This design comes from an exercise in tuning for small area and a short achievable clock period on the open sky130 flow, not from production work. Where RTL was checked, it was by simulation tests only, not by an equivalence proof against the original. Power figures rest on the tool's default switching activity, not on a simulated workload.

## le_fpu
module le_fpu (
    input  wire        clk,
    input  wire        rst,         
    input  wire        in_valid,
    input  wire [31:0] in_insn,
    input  wire [31:0] in_a,        
    input  wire [31:0] in_b,        
    output reg         out_valid,
    output reg         out_fault,   
    output reg         out_wen,     
    output reg  [4:0]  out_rd,
    output reg  [31:0] out_data
);
==> flow/config.mk <==
export PLATFORM = sky130hd
export DESIGN_NAME = le_fpu
export DESIGN_NICKNAME = le_fpu
export VERILOG_FILES = /design/flow/design.v
export SDC_FILE = /design/flow/constraint.sdc
export NUM_CORES = 4
export LEC_CHECK = 0
export CAP_MARGIN = 20
export CORE_MARGIN = 2
export CORE_UTILIZATION = 45
export SETUP_SLACK_MARGIN = 5
export SLEW_MARGIN = 20
export SYNTH_HIERARCHICAL = 1
export SYNTH_MINIMUM_KEEP_SIZE = 0
==> flow/constraint.sdc <==
create_clock -name core_clock -period 16.0 [get_ports {clk}]
set_input_delay 3.2000 -clock core_clock [delete_from_list [all_inputs] [get_ports {clk}]]
set_output_delay 3.2000 -clock core_clock [all_outputs]
set_load 0.01 [all_outputs]
run.sh (not shown) runs the stock make flow with config.mk's settings and CLKGATE_MAP_FILE= SYNTH_SCRIPT=/design/flow/synth_recipe.tcl, a recipe that flattens the netlist after the stock synthesis.
Then changed:
--- a/flow/design.v
+++ b/flow/design.v
@@ -1332,33 +1332,40 @@
     wire        b_fnz  = (fb != 23'd0);
     wire        b_inf  = b_emax & ~b_fnz;
     wire        b_nan  = b_emax & b_fnz;
     wire a_ge = (in_a[30:0] >= in_b[30:0]);
     wire a_eq = (in_a[30:0] == in_b[30:0]);
     wire        sb_eff  = sb ^ f_sub;
     wire        eff_sub = sa ^ sb_eff;
-    wire        sel_a   = ~f_add | ~a_ge;
-    wire        z_sel   = sel_a ? a_zero : b_zero;
-    wire [22:0] f_sel   = sel_a ? fa : fb;
-    wire [31:0] s_in    = f_cif ? in_a : {1'b0, ~z_sel, f_sel & {23{~z_sel}}, 7'd0};
     wire [8:0]  d_ab    = {1'b0, ea} - {1'b0, eb};
-    wire [7:0]  d_ba    = eb - ea;
-    wire [7:0]  d_exp   = d_ab[8] ? d_ba : d_ab[7:0];
+    wire [8:0]  d_ba    = {1'b0, eb} - {1'b0, ea};
     wire [8:0]  t_cvt   = (f_qfi ? 9'd126 : 9'd157) - {1'b0, ea};
     wire        cvt_sat = t_cvt[8];                      
-    wire [7:0]  sh_full = f_add ? d_exp : (f_cif ? 8'd0 : t_cvt[7:0]);
-    wire [32:0] w;
-    wire        stk;
-    le_fpu_rshift u_rshift (
-        .x  (s_in),
-        .sh (sh_full[4:0]),
-        .big(sh_full[7:5] != 3'd0),
-        .w  (w),
-        .stk(stk)
+    wire [7:0]  sh_a    = f_add ? d_ba[7:0] : (f_cif ? 8'd0 : t_cvt[7:0]);
+    wire [31:0] xa_in   = f_cif ? in_a : {1'b0, ~a_zero, fa & {23{~a_zero}}, 7'd0};
+    wire [31:0] xb_in   = {1'b0, ~b_zero, fb & {23{~b_zero}}, 7'd0};
+    wire [32:0] wa, wb;
+    wire        stka, stkb;
+    le_fpu_rshift u_rshift_a (
+        .x  (xa_in),
+        .sh (sh_a[4:0]),
+        .big(sh_a[7:5] != 3'd0),
+        .w  (wa),
+        .stk(stka)
     );
+    le_fpu_rshift u_rshift_b (
+        .x  (xb_in),
+        .sh (d_ab[4:0]),
+        .big(d_ab[7:5] != 3'd0),
+        .w  (wb),
+        .stk(stkb)
+    );
+    wire        sel_a = ~f_add | ~a_ge;
+    wire [32:0] w     = sel_a ? wa : wb;
+    wire        stk   = sel_a ? stka : stkb;
     wire [31:0] x_add  = f_add ? {1'b0, 1'b1, (a_ge ? fa : fb), 7'd0} : 32'd0;
     wire [31:0] y_add  = {w[32:2], w[1] | (f_add & (w[0] | stk))};
     wire        inv    = f_add ? eff_sub : sa;
     wire        cin    = inv;
     wire        cfi_up  = w[0] & (stk | w[1]);
     wire [31:0] cfi_val = w[32:1] ^ {32{sa}};
     wire        cfi_inc = sa ^ cfi_up;
Result: The changed run went through all stages and came out clean; non-clock buffer count rises by 5; setup slack is better by 0.22 ns; routed wire length rises by 6.9%; cell area rises by 4.8%; critical path depth rises by 2; final cell count rises by 9.0%; synthesized area rises by 6.7%; count of clock-buffer cells in the layout stays the same; first-iteration DRC count rises by 11%; global-route usage rises by 0.47 points; power rises by 2.0%.
Only the layout flow was run in the second run of this note; the RTL was not checked for function there.

* * *

Setup of v6:
Another version of the RTL of le_fpu (not shown whole).
For scale: about 3400 cells after synthesis, about 140 I/O pins, ~31000 um^2 of cells after synthesis.
==> flow/config.mk <==
export PLATFORM = sky130hd
export DESIGN_NAME = le_fpu
export DESIGN_NICKNAME = le_fpu
export VERILOG_FILES = /design/flow/design.v
export SDC_FILE = /design/flow/constraint.sdc
export NUM_CORES = 4
export LEC_CHECK = 0
export CAP_MARGIN = 20
export CORE_MARGIN = 2
export CORE_UTILIZATION = 45
export SLEW_MARGIN = 20
export SYNTH_HIERARCHICAL = 1
export SYNTH_MINIMUM_KEEP_SIZE = 0
==> flow/constraint.sdc <==
create_clock -name core_clock -period 16.0 [get_ports {clk}]
set_input_delay 3.2000 -clock core_clock [delete_from_list [all_inputs] [get_ports {clk}]]
set_output_delay 3.2000 -clock core_clock [all_outputs]
set_load 0.01 [all_outputs]
standard.sh (not shown) runs the stock make flow with config.mk's settings and CLKGATE_MAP_FILE= SYNTH_SCRIPT=/design/flow/synth_recipe.tcl, a recipe that flattens the netlist after the stock synthesis.
==> flow/flow/run.sh <==
#!/bin/bash
set -euo pipefail
export SETUP_SLACK_MARGIN=${SETUP_SLACK_MARGIN:-6.5}
export BUFFER_PORTS_ARGS="-buffer_cell sky130_fd_sc_hd__buf_2"
bash standard.sh > run.log 2>&1
Relative to v6, the following input files were edited for v7:
--- a/flow/design.v
+++ b/flow/design.v
@@ -2283,52 +2283,47 @@
     wire [4:0]  lz   = r_mul ? {4'd0, ~mp[25]} : lz_n;
     wire        g_n  = nn[7];
     wire        s_n  = (nn[6:0] != 7'd0);
     wire        up   = g_n & (s_n | nn[8]);
     wire [23:0] m_r;
     wire        cy;                          
     le_fpu_inc24 u_round (
         .x   (nn[31:8]),
         .cin (up),
         .s   (m_r),
         .cout(cy)
     );
-    wire [7:0]  e0 = r_exp[7:0] - {3'd0, lz};
-    wire [7:0]  e1 = e0 + 8'd1;
+    wire signed [9:0] e0 = $signed(r_exp) - $signed({5'd0, lz});
+    wire [7:0]  e_out = cy ? (e0[7:0] + 8'd1) : e0[7:0];
     wire        ex_ge255 = ($signed(r_exp) >= 10'sd255);
     wire        ex_ge256 = ($signed(r_exp) >= 10'sd256);
     wire        ex_eq254 = (r_exp == 10'd254);
     wire        ex_eq255 = (r_exp == 10'd255);
     wire        top1 = r_mul ? mp[25] : r_val[31];
     wire        top2 = r_mul | r_val[30];
-    wire        ovf0 = top1 ? ex_ge255 : (top2 & ex_ge256);
-    wire        ovf1 = top1 ? (ex_ge255 | ex_eq254) : (top2 & (ex_ge256 | ex_eq255));
+    wire        ovf = top1 ? (ex_ge255 | (cy & ex_eq254))
+                    : (top2 & (ex_ge256 | (cy & ex_eq255)));
     wire        ex_neg = r_exp[9];
     wire        ex_big = ~r_exp[9] & (r_exp[8:5] != 4'd0);
-    wire        unf0 = ex_neg | (~ex_big & (r_exp[4:0] <= lz));
-    wire        unf1 = ex_neg | (~ex_big & (r_exp[4:0] < lz));
-    wire [7:0]  ef0  = ovf0 ? 8'hFF : (unf0 ? 8'h00 : e0);
-    wire [7:0]  ef1  = ovf1 ? 8'hFF : (unf1 ? 8'h00 : e1);
+    wire        unf = ex_neg | (~ex_big & (cy ? (r_exp[4:0] < lz) : (r_exp[4:0] <= lz)));
     wire        val_zero = (r_val == 32'd0);
-    wire        k_rnd  = r_rnd & ~val_zero;              
-    wire        k_cfi  = r_cfi & ~r_zero & ~r_sat;        
-    wire        k_pass = ~(r_rnd | r_cfi | r_nan | r_inf | r_zero | r_sat);
-    wire        k_one  = r_nan | r_inf;                   
-    wire        k_sat  = r_sat | (k_cfi & ~r_sign & r_val[31]);
-    wire        k_val  = (k_cfi & ~(~r_sign & r_val[31])) | k_pass;
     always @(*) begin
         out_valid = r_valid;
         out_fault = r_fault;
         out_wen   = r_wen;
         out_rd    = r_rd;
-        out_data[31]    = (~r_nan & ~(r_rnd & val_zero) & ~k_val & r_sign)
-                        | (k_val & r_val[31]);
-        out_data[30:23] = ({8{k_one}})
-                        | ({8{k_rnd}} & (cy ? ef1 : ef0))
-                        | ({8{k_sat & ~r_sign}})
-                        | ({8{k_val}} & r_val[30:23]);
-        out_data[22:0]  = ({r_nan, 22'd0})
-                        | ({23{k_rnd & ~(ovf0 | unf0)}} & m_r[22:0])
-                        | ({23{k_sat & ~r_sign}})
-                        | ({23{k_val}} & r_val[22:0]);
+        if (r_nan)
+            out_data = 32'h7FC0_0000;
+        else if (r_inf | (r_rnd & ovf))
+            out_data = {r_sign, 8'hFF, 23'd0};
+        else if (r_rnd & val_zero)
+            out_data = 32'd0;
+        else if (r_zero | (r_rnd & unf))
+            out_data = {r_sign, 31'd0};
+        else if (r_cfi)
+            out_data = (r_sat | (~r_sign & r_val[31])) ? {r_sign, {31{~r_sign}}} : r_val;
+        else if (r_rnd)
+            out_data = {r_sign, e_out, m_r[22:0]};
+        else
+            out_data = r_val;
     end
 endmodule
Results
v7 completed; timing, DRC and antenna clean
[compare] base=v6 new=v7: initial antenna violation count lower, worst setup slack lower, via-per-instance ratio lower, count of filler cells inserted in the layout higher.
v7 vs v6 — utilization dropped 0.30 points.
There was hardly any difference in sequential share of layout area between v6 and v7.
Compared to v6, the router laid down less metal wire for v7.
Delta (v7 minus v6): clock buffer and inverter area fraction after layout essentially unchanged, share of power burned in combinational logic decreased 0.4 points.
Of v7 and v6, the run reporting the lower number of cells on the critical path was v7.
Estimated wirelength of the detail-placed design on v7 is up relative to v6.
Note that the number of buffers inserted by post-CTS setup repair recorded for v7 amounts to 0.67 times the value seen in v6.
Between v7 and v6, the synthesized cell count is higher for v7.
Post-layout minimum cycle time: v7 vs v6 up 61 ps

* * *

Another version of the RTL of le_fpu (not shown whole).
Size in the first run: ~3700 cells after synthesis, roughly 140 I/O pins, roughly 32000 um^2 of cells after synthesis.
Settings: LEC_CHECK=0, CAP_MARGIN=20, CORE_MARGIN=2, CORE_UTILIZATION=45, SLEW_MARGIN=20, SYNTH_HIERARCHICAL=1, SYNTH_MINIMUM_KEEP_SIZE=0; clock period 16.0 ns.
==> flow/flow/run.sh <==
#!/bin/bash
set -euo pipefail
export SETUP_SLACK_MARGIN=${SETUP_SLACK_MARGIN:-7}
export BUFFER_PORTS_ARGS="-buffer_cell sky130_fd_sc_hd__buf_2"
bash standard.sh > run.log 2>&1
Edit:
--- a/flow/design.v
+++ b/flow/design.v
@@ -1,29 +1,23 @@
 module le_fpu_rshift (
     input  wire [31:0] x,
     input  wire [4:0]  sh,
     input  wire        big,
-    output wire [32:0] w
-);
-    wire [64:0] t = {x, 33'd0} >> sh;
-    assign w = big ? 33'd0 : t[64:32];
-endmodule
-module le_fpu_sticky (
-    input  wire [31:0] x,
-    input  wire [4:0]  sh,
-    input  wire        big,
+    output wire [32:0] w,
     output wire        stk
 );
+    wire [64:0] t = {x, 33'd0} >> sh;
     reg [31:0] lost;
     integer j;
     always @(*)
         for (j = 0; j < 32; j = j + 1)
             lost[j] = big | ({1'b0, sh} >= j + 2);
+    assign w   = big ? 33'd0 : t[64:32];
     assign stk = ((x & lost) != 32'd0);
 endmodule
 module le_fpu_norm (
     input  wire [31:0] x,
     output wire [31:0] n,
     output wire [4:0]  lz
 );
     reg [15:0] v1;  reg [15:0] c1;
     reg [7:0]  v2;  reg [15:0] c2;
@@ -2453,41 +2447,26 @@
         .cin (1'b1),
         .s   (d_ba),
         .cout(e_le)
     );
     wire [7:0]  d_exp   = e_ge ? d_ab : d_ba;
     wire [8:0]  t_cvt   = (f_qfi ? 9'd126 : 9'd157) - {1'b0, ea};
     wire        cvt_sat = t_cvt[8];                      
     wire [7:0]  sh_full = f_add ? d_exp : (f_cif ? 8'd0 : t_cvt[7:0]);
     wire [32:0] w;
+    wire        stk;
     le_fpu_rshift u_rshift (
         .x  (s_in),
         .sh (sh_full[4:0]),
         .big(sh_full[7:5] != 3'd0),
-        .w  (w)
-    );
-    wire [7:0]  sh_a  = f_add ? d_ba : (f_cif ? 8'd0 : t_cvt[7:0]);
-    wire [31:0] xa_in = f_cif ? in_a : {1'b0, ~a_zero, fa & {23{~a_zero}}, 7'd0};
-    wire [31:0] xb_in = {1'b0, ~b_zero, fb & {23{~b_zero}}, 7'd0};
-    wire        stka, stkb;
-    le_fpu_sticky u_stk_a (
-        .x  (xa_in),
-        .sh (sh_a[4:0]),
-        .big(sh_a[7:5] != 3'd0),
-        .stk(stka)
-    );
-    le_fpu_sticky u_stk_b (
-        .x  (xb_in),
-        .sh (d_ab[4:0]),
-        .big(d_ab[7:5] != 3'd0),
-        .stk(stkb)
+        .w  (w),
+        .stk(stk)
     );
-    wire        stk   = sel_a ? stka : stkb;
     wire        cfi_up = w[0] & (stk | w[1]);
     wire [31:0] x_add  = f_add ? {1'b0, 1'b1, (a_ge ? fa : fb), 7'd0}
                                : {31'd0, f_cfi & (sa ^ cfi_up)};
     wire [31:0] y_add  = {w[32:2], w[1] | (f_add & (w[0] | stk))};
     wire        inv    = f_add ? eff_sub : sa;
     wire        cin    = f_add ? eff_sub : (f_cif & sa);
     wire [31:0] sum;
     wire        add_co;
     le_fpu_add32 u_add (
What happened: Synthesized cell count shrinks by about 6%. Total power shrinks by 7.3%. Routed wire length falls by 9.9%. Setup slack degrades by 0.013 ns. Count of clock-buffer cells in the layout does not change. Final cell count fell by 6.9%. Global-route usage goes down by 0.96 points. Die area drops by about 4%. Area after synthesis drops by 3.9%. Non-clock buffer count drops by 99.
Function not checked in the first run of this note: the RTL went through the layout flow alone.

* * *

11-17:
Another version of the RTL of le_fpu (not shown whole).
Size: ~140 I/O pins, roughly 31000 µm² of cells after synthesis.
// le_fpu
module le_fpu (
    input  wire        clk,
    input  wire        rst,         
    input  wire        in_valid,
    input  wire [31:0] in_insn,
    input  wire [31:0] in_a,        
    input  wire [31:0] in_b,        
    output reg         out_valid,
    output reg         out_fault,   
    output reg         out_wen,     
    output reg  [4:0]  out_rd,
    output reg  [31:0] out_data
);
export LEC_CHECK = 0
export CAP_MARGIN = 20
export CORE_MARGIN = 2
export CORE_UTILIZATION = 45
export SLEW_MARGIN = 20
export SYNTH_HIERARCHICAL = 1
export SYNTH_MINIMUM_KEEP_SIZE = 0
create_clock -name core_clock -period 16.0 [get_ports {clk}]
==> flow/flow/run.sh <==
#!/bin/bash
set -euo pipefail
export SETUP_SLACK_MARGIN=${SETUP_SLACK_MARGIN:-6.5}
export BUFFER_PORTS_ARGS="-buffer_cell sky130_fd_sc_hd__buf_2"
bash standard.sh > run.log 2>&1
#### Input delta (07-13 over 11-17)
diff --git a/flow/design.v b/flow/design.v
--- a/flow/design.v
+++ b/flow/design.v
@@ -1824,20 +1824,21 @@
     le_fpu_rshift u_rshift (
         .x  (s_in),
         .sh (sh_full[4:0]),
         .big(sh_full[7:5] != 3'd0),
         .w  (w),
         .stk(stk)
     );
-    wire        cfi_up = w[0] & (stk | w[1]);
-    wire [31:0] x_add  = f_add ? {1'b0, 1'b1, (a_ge ? fa : fb), 7'd0}
-                               : {31'd0, f_cfi & (sa ^ cfi_up)};
+    wire [31:0] x_add  = f_add ? {1'b0, 1'b1, (a_ge ? fa : fb), 7'd0} : 32'd0;
     wire [31:0] y_add  = {w[32:2], w[1] | (f_add & (w[0] | stk))};
     wire        inv    = f_add ? eff_sub : sa;
-    wire        cin    = f_add ? eff_sub : (f_cif & sa);
+    wire        cin    = inv;
+    wire        cfi_up  = w[0] & (stk | w[1]);
+    wire [31:0] cfi_val = w[32:1] ^ {32{sa}};
+    wire        cfi_inc = sa ^ cfi_up;
     wire [31:0] sum;
     wire        add_co;
     le_fpu_add32 u_add (
         .x   (x_add),
         .y   (y_add ^ {32{inv}}),
         .cin (cin),
         .s   (sum),
@@ -1866,24 +1867,25 @@
     wire mag_a_le = a_zero | (~b_zero & (~a_ge | a_eq));
     wire a_le_b = (sa & ~sb) | (~sa & ~sb & mag_a_le) | (sa & sb & mag_a_ge);
     wire a_ge_b = (~sa & sb) | (~sa & ~sb & mag_a_ge) | (sa & sb & mag_a_le);
     wire pick_a = ~f_mm | b_nan | (~a_nan & (f_min ? a_le_b : a_ge_b));
     wire        p_sign = pick_a ? (f_abs ? 1'b0 : (sa ^ f_neg)) : sb;
     wire [30:0] p_mag  = pick_a ? (a_zero ? 31'd0 : in_a[30:0])
                                 : (b_zero ? 31'd0 : in_b[30:0]);
-    reg        c_rnd, c_sign, c_nan, c_inf, c_zero, c_sat, c_cfi, c_mul;
+    reg        c_rnd, c_sign, c_nan, c_inf, c_zero, c_sat, c_cfi, c_inc, c_mul;
     reg [9:0]  c_exp;
     reg [31:0] c_val;
     always @(*) begin
         c_rnd  = 1'b0;
         c_nan  = 1'b0;
         c_inf  = 1'b0;
         c_zero = 1'b0;
         c_sat  = 1'b0;
         c_cfi  = 1'b0;
+        c_inc  = cfi_inc;
         c_mul  = f_mul;
         c_sign = sa;
         c_exp  = 10'd0;
         c_val  = sum;
         if (f_add) begin
             c_sign = a_ge ? sa : sb_eff;
             c_exp  = {2'd0, (a_ge ? ea : eb)} + 10'd1;
@@ -1913,22 +1915,23 @@
             c_val = {p_sign, p_mag};
             c_nan = f_mm ? (a_nan & b_nan) : a_nan;
         end else if (f_cif) begin
             c_exp = f_qif ? 10'd127 : 10'd158;
             c_rnd = 1'b1;
         end else begin
             c_cfi = 1'b1;
+            c_val = cfi_val;
             if (a_nan) begin
                 c_zero = 1'b1;
                 c_sign = 1'b0;
             end else if (a_inf | cvt_sat)
                 c_sat = 1'b1;
         end
     end
-    reg        r_rnd, r_sign, r_nan, r_inf, r_zero, r_sat, r_cfi, r_mul;
+    reg        r_rnd, r_sign, r_nan, r_inf, r_zero, r_sat, r_cfi, r_inc, r_mul;
     reg [9:0]  r_exp;
     reg [31:0] r_val;
     reg [25:0] r_mc;                     
     reg        r_valid, r_fault, r_wen;
     reg [4:0]  r_rd;
     always @(posedge clk) begin
         if (rst)
@@ -1943,14 +1946,15 @@
         r_rnd   <= c_rnd;
         r_sign  <= c_sign;
         r_nan   <= c_nan;
         r_inf   <= c_inf;
         r_zero  <= c_zero;
         r_sat   <= c_sat;
         r_cfi   <= c_cfi;
+        r_inc   <= c_inc;
         r_mul   <= c_mul;
         r_exp   <= c_exp;
         r_val   <= c_val;
         r_mc    <= mul_c[47:22];
     end
     wire [31:0] nz;
     wire [4:0]  lz_n;
@@ -1986,28 +1990,29 @@
     wire        top2 = r_mul | r_val[30];
     wire        ovf = top1 ? (ex_ge255 | (cy & ex_eq254))
                     : (top2 & (ex_ge256 | (cy & ex_eq255)));
     wire        ex_neg = r_exp[9];
     wire        ex_big = ~r_exp[9] & (r_exp[8:5] != 4'd0);
     wire        unf = ex_neg | (~ex_big & (cy ? (r_exp[4:0] < lz) : (r_exp[4:0] <= lz)));
     wire        val_zero = (r_val == 32'd0);
+    wire [31:0] cfi_r = r_val + {31'd0, r_inc};
     always @(*) begin
         out_valid = r_valid;
         out_fault = r_fault;
         out_wen   = r_wen;
         out_rd    = r_rd;
         if (r_nan)
             out_data = 32'h7FC0_0000;
         else if (r_inf | (r_rnd & ovf))
             out_data = {r_sign, 8'hFF, 23'd0};
         else if (r_rnd & val_zero)
             out_data = 32'd0;
         else if (r_zero | (r_rnd & unf))
             out_data = {r_sign, 31'd0};
         else if (r_cfi)
-            out_data = (r_sat | (~r_sign & r_val[31])) ? {r_sign, {31{~r_sign}}} : r_val;
+            out_data = (r_sat | (~r_sign & cfi_r[31])) ? {r_sign, {31{~r_sign}}} : cfi_r;
         else if (r_rnd)
             out_data = {r_sign, e_out, m_r[22:0]};
         else
             out_data = r_val;
     end
 endmodule
==> comparison <==
Summary of 07-13 over 11-17: worst endpoint data arrival time shows a reduction of 0.22 ns; worst hold slack shows an increase of 0.0034 ns; fmax shows an increase of 2.0 MHz; required arrival time at the worst endpoint shows a reduction of 0.03 ns. Compared with 11-17, in 07-13 met1 usage went down; final design area excluding fillers higher. 07-13 does better than 11-17 on clock power. Relative to 11-17, the CTS sink count of 07-13 is higher by 1. 11-17 → 07-13: total placed cells including tap cells grew by 6.4%; worst supply voltage drop on vdd grew by 76%; initial antenna violation count grew by 2; fraction of standard cell area that is sequential held steady; wire length grew by 4.9%.
Function not checked in 11-17: the RTL went through the layout flow alone.

[re-timing with driven ports]
Ports are ideal in the flow. The routed layouts listed here were re-timed in OpenROAD. Step 1 assumes that a clkbuf_16 drives the clock port and a buf_2 every other input. Step 2 also shifts input and output timing later by t, the mid clock arrival at the registers, as if the neighbouring blocks saw the same clock. Three values: ideal ports, drivers, drivers and shift; two values: the first two.
run	t, ns	setup slack, ns	worst setup path after step 2	latest minus earliest clock arrival (ns)
the first run of note 1	0.402	5.146 / 5.093 / 4.806	input to register	0.013 / 0.012
the second run of note 1	0.405	5.367 / 5.320 / 5.195	input to register	0.020 / 0.019
v6	0.379	6.603 / 6.606 / 6.228	input to register	0.011 / 0.011
v7	0.390	6.542 / 6.500 / 6.172	input to register	0.015 / 0.015
the first run of note 3	0.387	7.045 / 6.945 / 6.558	input to register	0.010 / 0.011
the second run of note 3	0.395	7.031 / 7.012 / 6.617	input to register	0.015 / 0.014
11-17	0.390	6.312 / 6.290 / 5.901	input to register	0.018 / 0.017
07-13	0.397	6.499 / 6.457 / 6.061	input to register	0.009 / 0.009
After both steps every run listed still meets setup and hold. For the first run of note 3, which loses most, drivers alone change the setup slack by -0.100 ns; drivers and shift together by -0.487 ns.
